Context: an optimization exercise on an open-source flow, tuned for small area, a short achievable clock period and few clock cycles per item. The choices shown serve that exercise and are no tape-out recipe. Only simulation tests tie the RTL to the original design; equivalence was not proved. Power is estimated from default activity; no workload was simulated.

==> inputs of willow <==
==> flow/design.v (excerpt) <==
module seg_predict (
    input  wire        clk,
    input  wire        rst,
    input  wire        start,
    output wire        ready,
    output reg         done,
    input  wire        normal,       
    input  wire [31:0] p,            
    input  wire [23:0] gp,           
    input  wire [23:0] gn,           
    input  wire [16:0] alpha,        
    input  wire [47:0] ovs,          
    input  wire [15:0] blank,        
    input  wire [15:0] wlo,          
    input  wire [15:0] whi,          
    output reg  [31:0] phat,
    output reg  [31:0] rate,
    output reg  [31:0] acc,
    output reg  [35:0] tb,
    output reg  [35:0] tlo,
    output reg  [35:0] thi,
    output reg         early,
    output reg         floor_hit
);
export LEC_CHECK = 0
export CAP_MARGIN = 20
export CELL_PAD_IN_SITES_DETAIL_PLACEMENT = 1
export CORE_MARGIN = 2
export CORE_UTILIZATION = 45
export SETUP_SLACK_MARGIN = 5
export SLEW_MARGIN = 20
create_clock -name core_clock -period 10.0 [get_ports {clk}]
run.sh (not shown) runs the stock make flow with config.mk's settings and CLKGATE_MAP_FILE= SYNTH_SCRIPT=/design/flow/synth_recipe.tcl, a recipe that flattens the netlist after the stock synthesis.
==> inputs of pepper, as changes to willow <==
- CAP_MARGIN: 20 -> 35
- CELL_PAD_IN_SITES_DETAIL_PLACEMENT: 1 -> not set
- CORE_UTILIZATION: 45 -> 48
- SETUP_SLACK_MARGIN: 5 -> 4.5
- SLEW_MARGIN: 20 -> 35
==> inputs of indigo, as changes to willow <==
- CAP_MARGIN: 20 -> 35
- CELL_PAD_IN_SITES_DETAIL_PLACEMENT: 1 -> not set
- CORE_UTILIZATION: 45 -> 48
- SETUP_SLACK_MARGIN: 5 -> 4.0
- SLEW_MARGIN: 20 -> 35
==> results.toml <==
[status]
status = "timing/DRC/antenna clean"

[clock_network]
post_cts_resized = 394

[setup_path]
timing.critical_path.depth = 18
critical_r2r_launch = "rOVS[0]$_DFFE_PN_"
cp.arrival_ns = 6.16
crit_path_slowest_cell = "sky130_fd_sc_hd__a222oi_1"

[timing]
layout_worst_path_cycle_share = 0.559
slew_at_the_pin_closest_to_its_max_slew_limit_ns = 1.35

[finish]
syn_to_final_growth_pct = 26.4
inv_count = 338
nonClockBufferCount = 1165
layout.cells.most_common_list = "sky130_fd_sc_hd__nand2_1 (976), sky130_fd_sc_hd__edfxtp_1 (713), sky130_fd_sc_hd__a21oi_1 (666), sky130_fd_sc_hd__buf_4 (576), sky130_fd_sc_hd__nor2_1 (530)"

[min_path]
hold_start = "tlo[34]$_DFFE_PP_"
the above is filed under willow

==> results.toml <==
[status]
status = "timing/DRC/antenna clean"

[finish]
nonClockBufferCount = 757
inv_count = 337

[clock_network]
post_cts_resized = 56

[setup_path]
cp.arrival_ns = 6.05
critical_r2r_launch = "mst[2]$_SDFF_PP0_"

[timing]
layout_worst_path_cycle_share = 0.556
the above is filed under pepper

==> results.toml <==
[min_path]
hold_start = "tlo[32]$_DFFE_PP_"

[setup_path]
cp.arrival_ns = 6.52
crit_path_slowest_cell = "sky130_fd_sc_hd__edfxtp_1"

[finish]
syn_to_final_growth_pct = 14.3
layout.cells.most_common_list = "sky130_fd_sc_hd__nand2_1 (1006), sky130_fd_sc_hd__a21oi_1 (719), sky130_fd_sc_hd__edfxtp_1 (713), sky130_fd_sc_hd__nor2_1 (537), sky130_fd_sc_hd__o21ai_0 (491)"
inv_count = 337
nonClockBufferCount = 684

[timing]
slew_at_the_pin_closest_to_its_max_slew_limit_ns = 1.09
layout_worst_path_cycle_share = 0.600

[clock_network]
post_cts_resized = 11

[status]
status = "timing/DRC/antenna clean"
the above is filed under indigo

Testbench counts of willow, summed over its fixed seeds: cycles 133,957, items 2,400.
Testbench counts of pepper, summed over its fixed seeds: cycles 133,957, items 2,400.
Testbench counts of indigo, summed over its fixed seeds: cycles 133,957, items 2,400.

* * *

==> run F: inputs <==
Another version of the RTL of seg_predict (not shown whole).
export LEC_CHECK = 0
export CAP_MARGIN = 20
export CORE_MARGIN = 2
export CORE_UTILIZATION = 40
export SETUP_SLACK_MARGIN = 5
export SLEW_MARGIN = 20
create_clock -name core_clock -period 10.0 [get_ports {clk}]
==> run Y: changes against run F <==
--- a/flow/design.v
+++ b/flow/design.v
@@ -63,21 +63,20 @@
                S_FIN = 12;
     localparam NS_ = 13;
     localparam M_SPAN = 0, M_P1 = 1, M_P2 = 2, M_SKIP = 3, M_RDIV = 4,
                M_WV1 = 5, M_WV2 = 6, M_RPOST = 7, M_DONE = 8;
     localparam NM_ = 9;
-    localparam T_VDIV = 0, T_VPOST = 1, T_WAIT = 2, T_THR = 3;
+    localparam T_VDIV = 0, T_WAIT = 2, T_THR = 3;
     localparam NT_ = 4;
     reg [NS_-1:0] st;
     reg [NM_-1:0] mst;
     reg [NT_-1:0] tst;
     reg           rdy;
     assign ready = rdy;
     reg        rNorm;
     reg [31:0] rP;       
     reg [3:0]  rPx;      
-    reg [23:0] rGP;      
     reg [23:0] rGN;      
     reg [18:0] rZ;       
     reg [48:0] rOVS;     
     reg [47:0] rX;       
     reg [4:0]  sgp, sgn, sph, sk;
@@ -91,27 +90,19 @@
     reg [1:0]  ssrc;     
     reg [1:0]  sbr;      
     reg [7:0]  kc;       
     reg        p9;       
     reg        ms0;      
+    reg        mp1n;     
     reg        a16, a32, g1, g2, gh1, gh2, y1, y2, yh1, yh2, lon, hin;
     reg        t0, TS;
     reg [1:0]  tk;
     reg [2:0]  ti;
     reg [2:0]  btl, bth;
-    reg  [31:0] nx;
+    reg  [31:0] nx;      
     wire [31:0] ny;
     wire [4:0]  ns;
-    always @(*) begin
-        case (1'b1)
-        st[S_C1]:  nx = {rGN, 8'd0};
-        st[S_C2]:  nx = {rGP, 8'd0};
-        st[S_C3]:  nx = rP;
-        st[S_NRM]: nx = phat;
-        default:   nx = {QR[30:0], 1'b0};
-        endcase
-    end
     seg_norm u_norm (.x(nx), .y(ny), .s(ns));
     wire abig  = |QR[47:31];
     wire azero = ~|QR[30:0];
     reg [7:0] K;
     always @(*) begin
@@ -121,28 +112,27 @@
         default:     K = azero & ~abig ? 8'hFF :
                          kc + (abig ? 8'd17 : (8'd0 - {3'd0, ns}));
         endcase
     end
     wire [5:0] cI  = K[7] ? 6'd0 : K[6:1];
+    wire [5:0] cph  = kc[7] ? 6'd0 : kc[6:1];      
+    wire [5:0] cph1 = (|cph) ? cph - 6'd1 : 6'd0;
     wire       cf2 = ~K[0];
     wire [31:0] Rn;
     wire [1:0]  dig;
     seg_div u_div (.r(R), .sb(sbr), .d(D), .rn(Rn), .dig(dig));
     wire div_st   = st[S_PH] | st[S_W] | st[S_A];
     wire div_iter = div_st & (|cnt);
     wire div_end  = div_st & ~|cnt[5:1];      
-    wire        vpost = tst[T_VPOST] & ~st[S_PHPOST];
-    wire [49:0] Qz   = vpost ? QR : Y;
-    wire        f2   = pf2 & ~vpost;
-    wire [48:0] q    = f2 ? {1'b0, Qz[49:2]} : Qz[49:1];
-    wire        rb   = f2 ? Qz[1] : Qz[0];
-    wire        lb   = f2 & Qz[0];
+    wire last1    = ~pf2 & (cnt == 6'd1);
+    wire [48:0] q    = {1'b0, Y[49:2]};
+    wire        rb   = Y[1];
+    wire        lb   = Y[0];
     wire        rbn  = rb & (lb | (|R));          
-    wire        inv_a = st[S_APOST] & wneg;
-    wire        inv  = inv_a | vpost;             
-    wire [48:0] qq   = inv ? ~q : q;
-    wire [48:0] inc  = qq + {48'd0, inv_a ? ~rbn : (rb ^ inv)};
+    wire        inv  = st[S_APOST] & wneg;        
+    wire [31:0] qq   = inv ? ~q[31:0] : q[31:0];
+    wire [31:0] inc  = qq + {31'd0, inv ? ~rbn : rb};
     wire        sat32   = (|q[48:32]) | ((&q[31:0]) & rb);
     wire [31:0] phat_v  = (OV | sat32) ? 32'hFFFF_FFFF :
                           ((~|q) & ~rb) ? 32'd1 : inc[31:0];
     wire        asat_p  = OV | (|q[48:31]) | ((&q[30:0]) & rb);
     wire        asat_n  = OV | (|q[48:32]) | (q[31] & ((|q[30:0]) | rbn));
@@ -169,58 +159,53 @@
     wire [2:0] bp0 = booth({rP[1:0], 1'b0});
     wire [2:0] bp1 = booth(rP[3:1]);
     wire [49:0] mX = ({50{mst[M_SPAN]}} & {2'd0, rGN, 24'd0})
                    | ({50{a16}} & {22'd0, rGN, 4'd0})
                    | ({50{a32}} & {21'd0, rGN, 5'd0})
-                   | ({50{mst[M_P1] & ~ms0}} & {Y[45:0], 4'd0})
+                   | ({50{mp1n}} & {Y[45:0], 4'd0})
                    | ({50{mst[M_P2]}} & {{6{ACC[43]}}, ACC})
                    | ({50{mst[M_RDIV]}} & {{16{ACC[32]}}, ACC[32:0], rOVS[16]})
                    | ({50{mst[M_WV1]}} & {1'b0, q})
                    | ({50{mst[M_RPOST]}} & {18'd0, rP});
     wire [49:0] mL = ({50{g1}} & {26'd0, rGN})
                    | ({50{g2}} & {25'd0, rGN, 1'b0})
                    | ({50{y1}} & Y)
                    | ({50{y2}} & {Y[48:0], 1'b0})
                    | ({50{mst[M_SPAN]}} & {2'd0, rOVS[47:0]})
                    | ({50{mst[M_RDIV]}} & {18'd0, D})
-                   | ({50{mst[M_WV1] | mst[M_WV2]}} & QR)
+                   | ({50{mst[M_WV1]}} & {1'b0, QR[49:1]})
+                   | ({50{mst[M_WV2]}} & QR)
                    | ({50{mst[M_RPOST]}} & {49'd0, rPx[0]});
     wire [49:0] mH = ({50{gh1}} & {24'd0, rGN, 2'd0})
                    | ({50{gh2}} & {23'd0, rGN, 3'd0})
                    | ({50{yh1}} & {Y[47:0], 2'd0})
                    | ({50{yh2}} & {Y[46:0], 3'd0});
-    wire        mln = lon | mst[M_SPAN] | (mst[M_WV2] & wneg) | (mst[M_RDIV] & ~ACC[32]);
+    wire        mln = lon | mst[M_SPAN] | mst[M_WV1] | (mst[M_WV2] & wneg) | (mst[M_RDIV] & ~ACC[32]);
     wire [49:0] mLx = mL ^ {50{mln}};
     wire [49:0] mHx = mH ^ {50{hin}};
     wire [49:0] mcs = mX ^ mLx ^ mHx;
     wire [49:0] mcc = (mX & mLx) | (mX & mHx) | (mLx & mHx);
-    wire [49:0] mS  = mcs + {mcc[48:0], hin} + {49'd0, mln | (mst[M_WV1] & rb)};
+    wire        mci = mst[M_WV1] ? ~QR[0] : mln;
+    wire [49:0] mS  = mcs + {mcc[48:0], hin | (mst[M_WV1] & rb)} + {49'd0, mci};
     wire        m_last = mst[M_P2] && (mcnt == 6'd1);
     wire        mfin   = mst[M_SKIP] || m_last;
     wire [26:0] fa0 = {1'b0, rOVS[47:22]};
     wire [26:0] fb1 = ~{3'd0, rGN};
     wire [26:0] fb2 = ~{2'd0, rGN, 1'b0};
     wire [26:0] fcs = fa0 ^ fb1 ^ fb2;
     wire [26:0] fcc = (fa0 & fb1) | (fa0 & fb2) | (fb1 & fb2);
     wire [26:0] fd  = fcs + {fcc[25:0], 1'b1} + 27'd1;
     wire        flr = ~fd[26];
-    reg  [35:0] tcur;
-    always @(*) begin
-        case (tk)
-        2'd0:    tcur = tb;
-        2'd1:    tcur = tlo;
-        default: tcur = thi;
-        endcase
-    end
+    wire [35:0] tcur = thi;
     wire        tv  = tst[T_VDIV];
-    wire [36:0] tX  = tv ? {{3{tb[32]}}, tb[32:0], 1'b0} :
+    wire [36:0] tX  = tv ? {{3{thi[32]}}, thi[32:0], 1'b0} :
                       t0 ? 37'd4095 : {{5{TS}}, tcur[35:4]};
-    wire [36:0] tL  = tv ? {5'd0, thi[31:0]} :
+    wire [36:0] tL  = tv ? {5'd0, tb[31:0]} :
                       btl[1] ? {4'd0, phat, 1'b0} : btl[0] ? {5'd0, phat} : 37'd0;
     wire [36:0] tH  = tv ? 37'd0 :
                       bth[1] ? {2'd0, phat, 3'd0} : bth[0] ? {3'd0, phat, 2'd0} : 37'd0;
-    wire        tln = tv ? ~tb[32] : btl[2];
+    wire        tln = tv ? ~thi[32] : btl[2];
     wire        thn = ~tv & bth[2];
     wire [36:0] tLx = tL ^ {37{tln}};
     wire [36:0] tHx = tH ^ {37{thn}};
     wire [36:0] tcs = tX ^ tLx ^ tHx;
     wire [36:0] tcc = (tX & tLx) | (tX & tHx) | (tLx & tHx);
@@ -242,10 +227,11 @@
                 rOVS      <= flr ? {3'd0, rGN, 22'd0} : mS[48:0];
                 floor_hit <= flr;
                 mst  <= 1 << M_P1;
                 mcnt <= 6'd3;
                 ms0  <= 1'b1;
+                mp1n <= 1'b0;
                 a32  <= (bz8 == 3'b101);
                 a16  <= (bz8 == 3'b000);
                 gh2  <= bz7[1];
                 gh1  <= bz7[0];
                 hin  <= ~bz7[2] & (bz7[1] | bz7[0]);
@@ -255,10 +241,11 @@
             end
             mst[M_P1]: begin
                 Y    <= mS;
                 rZ   <= {rZ[14:0], 4'd0};
                 ms0  <= 1'b0;
+                mp1n <= |mcnt;
                 a16  <= 1'b0;
                 a32  <= 1'b0;
                 mcnt <= mcnt - 6'd1;
                 if (mcnt == 6'd0) begin
                     mst  <= 1 << M_P2;
@@ -312,18 +299,19 @@
                     rOVS <= {rOVS[47:0], 1'b0};
                     sk   <= sk + 5'd1;
                 end
             end
             mst[M_RDIV]: begin
-                if (wvreq & vdone)
+                if (wvreq & vdone) begin
                     mst <= 1 << M_WV1;
-                else if (|mcnt) begin
+                end else if (|mcnt) begin
                     ACC[32:0] <= mS[32:0];
-                    {rP, rPx[0]} <= {rP[30:0], rPx[0], ~mS[49]};
+                    {rP, rPx[0]} <= {rP[30:0], rPx[0], ~mS[33]};
                     OVR  <= OVR | rP[31];
                     rOVS <= {rOVS[47:0], 1'b0};
                     mcnt <= mcnt - 6'd1;
+                    if (mcnt == 6'd1) mst <= 1 << M_RPOST;
                 end else
                     mst <= 1 << M_RPOST;
             end
             mst[M_WV1]: begin
                 QR    <= mS;
@@ -331,55 +319,57 @@
                 wvreq <= 1'b0;
                 mst   <= 1 << M_WV2;
             end
             mst[M_WV2]: begin
                 QR    <= mS;
+                nx    <= {mS[30:0], 1'b0};
                 mfin2 <= 1'b1;
                 mst   <= rfin ? (1 << M_DONE) : (1 << M_RDIV);
             end
             mst[M_RPOST]: begin
                 rate <= (OVR | mS[32]) ? 32'hFFFF_FFFF : mS[31:0];
                 rfin <= 1'b1;
                 mst  <= 1 << M_DONE;
             end
             mst[M_DONE]: begin
-                if (wvreq & vdone) mst <= 1 << M_WV1;
+                if (wvreq & vdone) begin
+                    mst <= 1 << M_WV1;
+                end
             end
             default: ;
             endcase
             case (1'b1)
             tst[T_VDIV]: begin
                 if (|tcnt) begin
-                    tb[32:0] <= tS[32:0];
+                    thi[32:0] <= tS[32:0];
                     QR   <= {QR[48:0], ~tS[36]};
                     tcnt <= tcnt - 6'd1;
-                end else
-                    tst <= 1 << T_VPOST;
-            end
-            tst[T_VPOST]: begin
-                if (vpost) begin
-                    QR    <= {inc[48], inc[48:0]};
+                    if (tcnt == 6'd1) begin
+                        vdone <= 1'b1;
+                        tst   <= 1 << T_WAIT;
+                    end
+                end else begin
                     vdone <= 1'b1;
                     tst   <= 1 << T_WAIT;
                 end
             end
             tst[T_WAIT]: begin
-                if (thr_req) begin
+                if (thr_req | st[S_NRM]) begin
                     tst <= 1 << T_THR;
                     tk  <= 2'd0;
                     ti  <= 3'd0;
                     t0  <= 1'b1;
                     btl <= booth({rX[1:0], 1'b0});
                     bth <= booth(rX[3:1]);
                 end
             end
             tst[T_THR]: begin
-                case (tk)
-                2'd0:    tb  <= tnew;
-                2'd1:    tlo <= tnew;
-                default: thi <= tnew;
-                endcase
+                thi <= tnew;
+                if (t0) begin
+                    tlo <= thi;
+                    tb  <= tlo;
+                end
                 TS <= tS[36];
                 if (t4) begin
                     ti  <= 3'd0;
                     t0  <= 1'b1;
                     tk  <= tk + 2'd1;
@@ -400,12 +390,17 @@
             default: ;
             endcase
             if (div_iter) begin
                 R   <= Rn;
                 cnt <= cnt - 6'd1;
-                Y   <= {Y[47:0], dig};
-                OV  <= OV | (|Y[49:48]);
+                if (last1) begin
+                    Y  <= {Y[46:0], dig, 1'b0};
+                    OV <= OV | (|Y[49:47]);
+                end else begin
+                    Y  <= {Y[47:0], dig};
+                    OV <= OV | (|Y[49:48]);
+                end
                 case (ssrc)
                 2'd1: begin
                     {ACC, rP, rPx} <= {ACC[41:0], rP, rPx, 2'b00};
                     sbr <= ACC[7:6];
                 end
@@ -418,44 +413,47 @@
             end
             if (~|st) begin
                 if (start) begin
                     rNorm <= normal;
                     rP    <= p;
-                    rGP   <= gp;
+                    D     <= {gp, 8'd0};
                     rGN   <= gn;
                     rZ    <= {alpha[16], alpha, 1'b0};
                     rOVS  <= {1'b0, ovs[47] ? 48'd0 : ovs};
                     rX    <= {whi, wlo, blank};
+                    nx    <= {gn, 8'd0};
                     early <= ovs[47];
                     rdy   <= 1'b0;
                     tfin  <= 1'b0;
                     rfin  <= 1'b0;
                     mfin2 <= 1'b0;
                     wvreq <= 1'b0;
                     vdone <= 1'b0;
                     thr_req <= 1'b0;
                     mst   <= 1 << M_SPAN;
+                    mp1n  <= 1'b0;
                     st    <= 1 << S_C1;
                     {a16, a32, g1, g2, gh1, gh2, y1, y2, yh1, yh2, lon, hin} <= 12'd0;
                 end
             end
             case (1'b1)
             st[S_C1]: begin
                 rGN <= ny[31:8];
                 sgn <= ns;
+                nx  <= D;
                 st  <= 1 << S_C2;
             end
             st[S_C2]: begin
-                rGP <= ny[31:8];
+                D   <= ny;
                 sgp <= ns;
+                nx  <= rP;
                 st  <= 1 << S_C3;
             end
             st[S_C3]: begin
-                D     <= {rGP, 8'd0};
                 mJ2   <= (5'd18 - {1'b0, ns[4:1]} - {4'd0, ns[0]}) >> 1;
-                thi[31:0] <= ny;
-                tb[32:0]  <= {2'd0, rGP, 7'd0};
+                tb[31:0]  <= ny;
+                thi[32:0] <= {2'd0, D[31:1]};
                 QR    <= 50'd0;
                 tcnt  <= (6'd18 + {1'b0, ns} < {1'b0, sgp}) ? 6'd0 :
                          6'd18 + {1'b0, ns} - {1'b0, sgp};
                 tst   <= rNorm ? (1 << T_VDIV) : (1 << T_WAIT);
                 st    <= 1 << S_WAITM;
@@ -467,15 +465,15 @@
             st[S_PHPRE]: begin
                 if (~|ACC[40:39]) begin
                     R   <= {1'b0, ACC[38:8]};
                     {ACC, rP, rPx} <= {ACC[41:0], rP, rPx, 2'b00};
                     sbr <= ACC[7:6];
-                    cnt <= (|cI) ? cI - 6'd1 : 6'd0;
+                    cnt <= cph1;
                 end else begin
                     R   <= {1'b0, ACC[40:10]};
                     sbr <= ACC[9:8];
-                    cnt <= cI;
+                    cnt <= cph;
                 end
                 Y     <= 50'd0;
                 OV    <= 1'b0;
                 pf2   <= cf2;
                 ssrc  <= 2'd1;
@@ -483,10 +481,11 @@
                 st    <= 1 << S_PH;
             end
             st[S_PH]: if (div_end) st <= 1 << S_PHPOST;
             st[S_PHPOST]: begin
                 phat <= phat_v;
+                nx   <= phat_v;
                 st   <= 1 << S_NRM;
             end
             st[S_NRM]: begin
                 D       <= ny;
                 sph     <= ns;
- CORE_UTILIZATION: 40 -> 42
==> run B: changes against run F <==
--- a/flow/design.v
+++ b/flow/design.v
@@ -91,27 +91,20 @@
     reg [1:0]  ssrc;     
     reg [1:0]  sbr;      
     reg [7:0]  kc;       
     reg        p9;       
     reg        ms0;      
+    reg        mp1n;     
+    reg        mwv;      
     reg        a16, a32, g1, g2, gh1, gh2, y1, y2, yh1, yh2, lon, hin;
     reg        t0, TS;
     reg [1:0]  tk;
     reg [2:0]  ti;
     reg [2:0]  btl, bth;
-    reg  [31:0] nx;
+    reg  [31:0] nx;      
     wire [31:0] ny;
     wire [4:0]  ns;
-    always @(*) begin
-        case (1'b1)
-        st[S_C1]:  nx = {rGN, 8'd0};
-        st[S_C2]:  nx = {rGP, 8'd0};
-        st[S_C3]:  nx = rP;
-        st[S_NRM]: nx = phat;
-        default:   nx = {QR[30:0], 1'b0};
-        endcase
-    end
     seg_norm u_norm (.x(nx), .y(ny), .s(ns));
     wire abig  = |QR[47:31];
     wire azero = ~|QR[30:0];
     reg [7:0] K;
     always @(*) begin
@@ -121,10 +114,12 @@
         default:     K = azero & ~abig ? 8'hFF :
                          kc + (abig ? 8'd17 : (8'd0 - {3'd0, ns}));
         endcase
     end
     wire [5:0] cI  = K[7] ? 6'd0 : K[6:1];
+    wire [5:0] cph  = kc[7] ? 6'd0 : kc[6:1];      
+    wire [5:0] cph1 = (|cph) ? cph - 6'd1 : 6'd0;
     wire       cf2 = ~K[0];
     wire [31:0] Rn;
     wire [1:0]  dig;
     seg_div u_div (.r(R), .sb(sbr), .d(D), .rn(Rn), .dig(dig));
     wire div_st   = st[S_PH] | st[S_W] | st[S_A];
@@ -169,22 +164,22 @@
     wire [2:0] bp0 = booth({rP[1:0], 1'b0});
     wire [2:0] bp1 = booth(rP[3:1]);
     wire [49:0] mX = ({50{mst[M_SPAN]}} & {2'd0, rGN, 24'd0})
                    | ({50{a16}} & {22'd0, rGN, 4'd0})
                    | ({50{a32}} & {21'd0, rGN, 5'd0})
-                   | ({50{mst[M_P1] & ~ms0}} & {Y[45:0], 4'd0})
+                   | ({50{mp1n}} & {Y[45:0], 4'd0})
                    | ({50{mst[M_P2]}} & {{6{ACC[43]}}, ACC})
                    | ({50{mst[M_RDIV]}} & {{16{ACC[32]}}, ACC[32:0], rOVS[16]})
                    | ({50{mst[M_WV1]}} & {1'b0, q})
                    | ({50{mst[M_RPOST]}} & {18'd0, rP});
     wire [49:0] mL = ({50{g1}} & {26'd0, rGN})
                    | ({50{g2}} & {25'd0, rGN, 1'b0})
                    | ({50{y1}} & Y)
                    | ({50{y2}} & {Y[48:0], 1'b0})
                    | ({50{mst[M_SPAN]}} & {2'd0, rOVS[47:0]})
                    | ({50{mst[M_RDIV]}} & {18'd0, D})
-                   | ({50{mst[M_WV1] | mst[M_WV2]}} & QR)
+                   | ({50{mwv}} & QR)
                    | ({50{mst[M_RPOST]}} & {49'd0, rPx[0]});
     wire [49:0] mH = ({50{gh1}} & {24'd0, rGN, 2'd0})
                    | ({50{gh2}} & {23'd0, rGN, 3'd0})
                    | ({50{yh1}} & {Y[47:0], 2'd0})
                    | ({50{yh2}} & {Y[46:0], 3'd0});
@@ -201,26 +196,19 @@
     wire [26:0] fb2 = ~{2'd0, rGN, 1'b0};
     wire [26:0] fcs = fa0 ^ fb1 ^ fb2;
     wire [26:0] fcc = (fa0 & fb1) | (fa0 & fb2) | (fb1 & fb2);
     wire [26:0] fd  = fcs + {fcc[25:0], 1'b1} + 27'd1;
     wire        flr = ~fd[26];
-    reg  [35:0] tcur;
-    always @(*) begin
-        case (tk)
-        2'd0:    tcur = tb;
-        2'd1:    tcur = tlo;
-        default: tcur = thi;
-        endcase
-    end
+    wire [35:0] tcur = thi;
     wire        tv  = tst[T_VDIV];
-    wire [36:0] tX  = tv ? {{3{tb[32]}}, tb[32:0], 1'b0} :
+    wire [36:0] tX  = tv ? {{3{thi[32]}}, thi[32:0], 1'b0} :
                       t0 ? 37'd4095 : {{5{TS}}, tcur[35:4]};
-    wire [36:0] tL  = tv ? {5'd0, thi[31:0]} :
+    wire [36:0] tL  = tv ? {5'd0, tb[31:0]} :
                       btl[1] ? {4'd0, phat, 1'b0} : btl[0] ? {5'd0, phat} : 37'd0;
     wire [36:0] tH  = tv ? 37'd0 :
                       bth[1] ? {2'd0, phat, 3'd0} : bth[0] ? {3'd0, phat, 2'd0} : 37'd0;
-    wire        tln = tv ? ~tb[32] : btl[2];
+    wire        tln = tv ? ~thi[32] : btl[2];
     wire        thn = ~tv & bth[2];
     wire [36:0] tLx = tL ^ {37{tln}};
     wire [36:0] tHx = tH ^ {37{thn}};
     wire [36:0] tcs = tX ^ tLx ^ tHx;
     wire [36:0] tcc = (tX & tLx) | (tX & tHx) | (tLx & tHx);
@@ -242,10 +230,11 @@
                 rOVS      <= flr ? {3'd0, rGN, 22'd0} : mS[48:0];
                 floor_hit <= flr;
                 mst  <= 1 << M_P1;
                 mcnt <= 6'd3;
                 ms0  <= 1'b1;
+                mp1n <= 1'b0;
                 a32  <= (bz8 == 3'b101);
                 a16  <= (bz8 == 3'b000);
                 gh2  <= bz7[1];
                 gh1  <= bz7[0];
                 hin  <= ~bz7[2] & (bz7[1] | bz7[0]);
@@ -255,10 +244,11 @@
             end
             mst[M_P1]: begin
                 Y    <= mS;
                 rZ   <= {rZ[14:0], 4'd0};
                 ms0  <= 1'b0;
+                mp1n <= |mcnt;
                 a16  <= 1'b0;
                 a32  <= 1'b0;
                 mcnt <= mcnt - 6'd1;
                 if (mcnt == 6'd0) begin
                     mst  <= 1 << M_P2;
@@ -312,13 +302,14 @@
                     rOVS <= {rOVS[47:0], 1'b0};
                     sk   <= sk + 5'd1;
                 end
             end
             mst[M_RDIV]: begin
-                if (wvreq & vdone)
+                if (wvreq & vdone) begin
                     mst <= 1 << M_WV1;
-                else if (|mcnt) begin
+                    mwv <= 1'b1;
+                end else if (|mcnt) begin
                     ACC[32:0] <= mS[32:0];
                     {rP, rPx[0]} <= {rP[30:0], rPx[0], ~mS[49]};
                     OVR  <= OVR | rP[31];
                     rOVS <= {rOVS[47:0], 1'b0};
                     mcnt <= mcnt - 6'd1;
@@ -331,27 +322,32 @@
                 wvreq <= 1'b0;
                 mst   <= 1 << M_WV2;
             end
             mst[M_WV2]: begin
                 QR    <= mS;
+                mwv   <= 1'b0;
+                nx    <= {mS[30:0], 1'b0};
                 mfin2 <= 1'b1;
                 mst   <= rfin ? (1 << M_DONE) : (1 << M_RDIV);
             end
             mst[M_RPOST]: begin
                 rate <= (OVR | mS[32]) ? 32'hFFFF_FFFF : mS[31:0];
                 rfin <= 1'b1;
                 mst  <= 1 << M_DONE;
             end
             mst[M_DONE]: begin
-                if (wvreq & vdone) mst <= 1 << M_WV1;
+                if (wvreq & vdone) begin
+                    mst <= 1 << M_WV1;
+                    mwv <= 1'b1;
+                end
             end
             default: ;
             endcase
             case (1'b1)
             tst[T_VDIV]: begin
                 if (|tcnt) begin
-                    tb[32:0] <= tS[32:0];
+                    thi[32:0] <= tS[32:0];
                     QR   <= {QR[48:0], ~tS[36]};
                     tcnt <= tcnt - 6'd1;
                 end else
                     tst <= 1 << T_VPOST;
             end
@@ -371,15 +367,15 @@
                     btl <= booth({rX[1:0], 1'b0});
                     bth <= booth(rX[3:1]);
                 end
             end
             tst[T_THR]: begin
-                case (tk)
-                2'd0:    tb  <= tnew;
-                2'd1:    tlo <= tnew;
-                default: thi <= tnew;
-                endcase
+                thi <= tnew;
+                if (t0) begin
+                    tlo <= thi;
+                    tb  <= tlo;
+                end
                 TS <= tS[36];
                 if (t4) begin
                     ti  <= 3'd0;
                     t0  <= 1'b1;
                     tk  <= tk + 2'd1;
@@ -423,39 +419,44 @@
                     rGP   <= gp;
                     rGN   <= gn;
                     rZ    <= {alpha[16], alpha, 1'b0};
                     rOVS  <= {1'b0, ovs[47] ? 48'd0 : ovs};
                     rX    <= {whi, wlo, blank};
+                    nx    <= {gn, 8'd0};
                     early <= ovs[47];
                     rdy   <= 1'b0;
                     tfin  <= 1'b0;
                     rfin  <= 1'b0;
                     mfin2 <= 1'b0;
                     wvreq <= 1'b0;
                     vdone <= 1'b0;
                     thr_req <= 1'b0;
                     mst   <= 1 << M_SPAN;
+                    mwv   <= 1'b0;
+                    mp1n  <= 1'b0;
                     st    <= 1 << S_C1;
                     {a16, a32, g1, g2, gh1, gh2, y1, y2, yh1, yh2, lon, hin} <= 12'd0;
                 end
             end
             case (1'b1)
             st[S_C1]: begin
                 rGN <= ny[31:8];
                 sgn <= ns;
+                nx  <= {rGP, 8'd0};
                 st  <= 1 << S_C2;
             end
             st[S_C2]: begin
                 rGP <= ny[31:8];
                 sgp <= ns;
+                nx  <= rP;
                 st  <= 1 << S_C3;
             end
             st[S_C3]: begin
                 D     <= {rGP, 8'd0};
                 mJ2   <= (5'd18 - {1'b0, ns[4:1]} - {4'd0, ns[0]}) >> 1;
-                thi[31:0] <= ny;
-                tb[32:0]  <= {2'd0, rGP, 7'd0};
+                tb[31:0]  <= ny;
+                thi[32:0] <= {2'd0, rGP, 7'd0};
                 QR    <= 50'd0;
                 tcnt  <= (6'd18 + {1'b0, ns} < {1'b0, sgp}) ? 6'd0 :
                          6'd18 + {1'b0, ns} - {1'b0, sgp};
                 tst   <= rNorm ? (1 << T_VDIV) : (1 << T_WAIT);
                 st    <= 1 << S_WAITM;
@@ -467,15 +468,15 @@
             st[S_PHPRE]: begin
                 if (~|ACC[40:39]) begin
                     R   <= {1'b0, ACC[38:8]};
                     {ACC, rP, rPx} <= {ACC[41:0], rP, rPx, 2'b00};
                     sbr <= ACC[7:6];
-                    cnt <= (|cI) ? cI - 6'd1 : 6'd0;
+                    cnt <= cph1;
                 end else begin
                     R   <= {1'b0, ACC[40:10]};
                     sbr <= ACC[9:8];
-                    cnt <= cI;
+                    cnt <= cph;
                 end
                 Y     <= 50'd0;
                 OV    <= 1'b0;
                 pf2   <= cf2;
                 ssrc  <= 2'd1;
@@ -483,10 +484,11 @@
                 st    <= 1 << S_PH;
             end
             st[S_PH]: if (div_end) st <= 1 << S_PHPOST;
             st[S_PHPOST]: begin
                 phat <= phat_v;
+                nx   <= phat_v;
                 st   <= 1 << S_NRM;
             end
             st[S_NRM]: begin
                 D       <= ny;
                 sph     <= ns;
- CORE_UTILIZATION: 40 -> 50
==> comparison table <==
metric                                                        run F                                            run Y       run B
Status                                     timing/DRC/antenna clean                         finished with violations  timing/DRC/antenna clean
Layout check failures                                             -  max-capacitance violations, max-slew violations           -
Number of flops mapped to enable cells by yosys                 705                                              713         738
Internal power                                              12.6 mW                                          11.0 mW     10.8 mW
Final Power                                                 24.0 mW                                          21.6 mW     20.8 mW
Post-synthesis xor/xnor area fraction                         5.43%                                            5.27%       5.67%
Critical Path Fanout Max                                         66                                               50          26
Clk. pwr                                                    3.71 mW                                          3.59 mW     3.62 mW
Global-route track usage on met3                              21.0%                                            16.1%       23.3%
Distinct cell type count of the synthesized netlist             104                                              114         114
Sequential group share of total power                         18.0%                                            20.4%       22.4%
Proportion of synthesized chip area in sequential cells       30.9%                                            32.3%       32.5%
Depth of the most critical reg-to-reg path                       23                                               19           8
Sequential cell area                                     0.0218 mm²                                       0.0220 mm²  0.0227 mm²
Testbench counts of run F, summed over its fixed seeds: cycles 136,289, items 2,400.
Testbench counts of run Y, summed over its fixed seeds: cycles 133,957, items 2,400.
Testbench counts of run B, summed over its fixed seeds: cycles 136,289, items 2,400.

[afterwards: timing with drivers on the ports]
How much do the figures lean on ideal ports? The routed layouts below were timed once more, with nothing changed but the port constraints. Step 1 assumes that a clkbuf_16 drives the clock port and a buf_2 every other input. Step 2 adds t to the input delays and takes it off the output delays; t is the mean of the earliest and latest rising clock arrival at the registers after step 1. Input paths then give back, and output paths get back, about the clock's delay inside the block. a / b / c = ideal / step 1 / step 2; a / b = the first two.
run | shift t [ns] | slack for setup (ns) | clock arrival spread, ns | worst slew at a driven data input, ns
willow | 0.852 | 4.411 / 4.411 / 4.030 | 0.046 / 0.046 | 0.27
pepper | 0.849 | 4.441 / 4.441 / 4.441 | 0.063 / 0.063 | 0.23
indigo | 0.841 | 4.002 / 4.002 / 4.002 | 0.063 / 0.063 | 0.23
run F | 0.887 | 3.467 / 3.467 / 3.467 | 0.057 / 0.058 | 0.22
run Y | 0.840 | 4.780 / 4.780 / 4.642 | 0.054 / 0.054 | 0.23
run B | 0.840 | 4.853 / 4.853 / 4.388 | 0.058 / 0.058 | 0.16
For run B, which loses most, drivers alone change the setup slack by 0.000 ns; drivers and shift together by -0.465 ns.
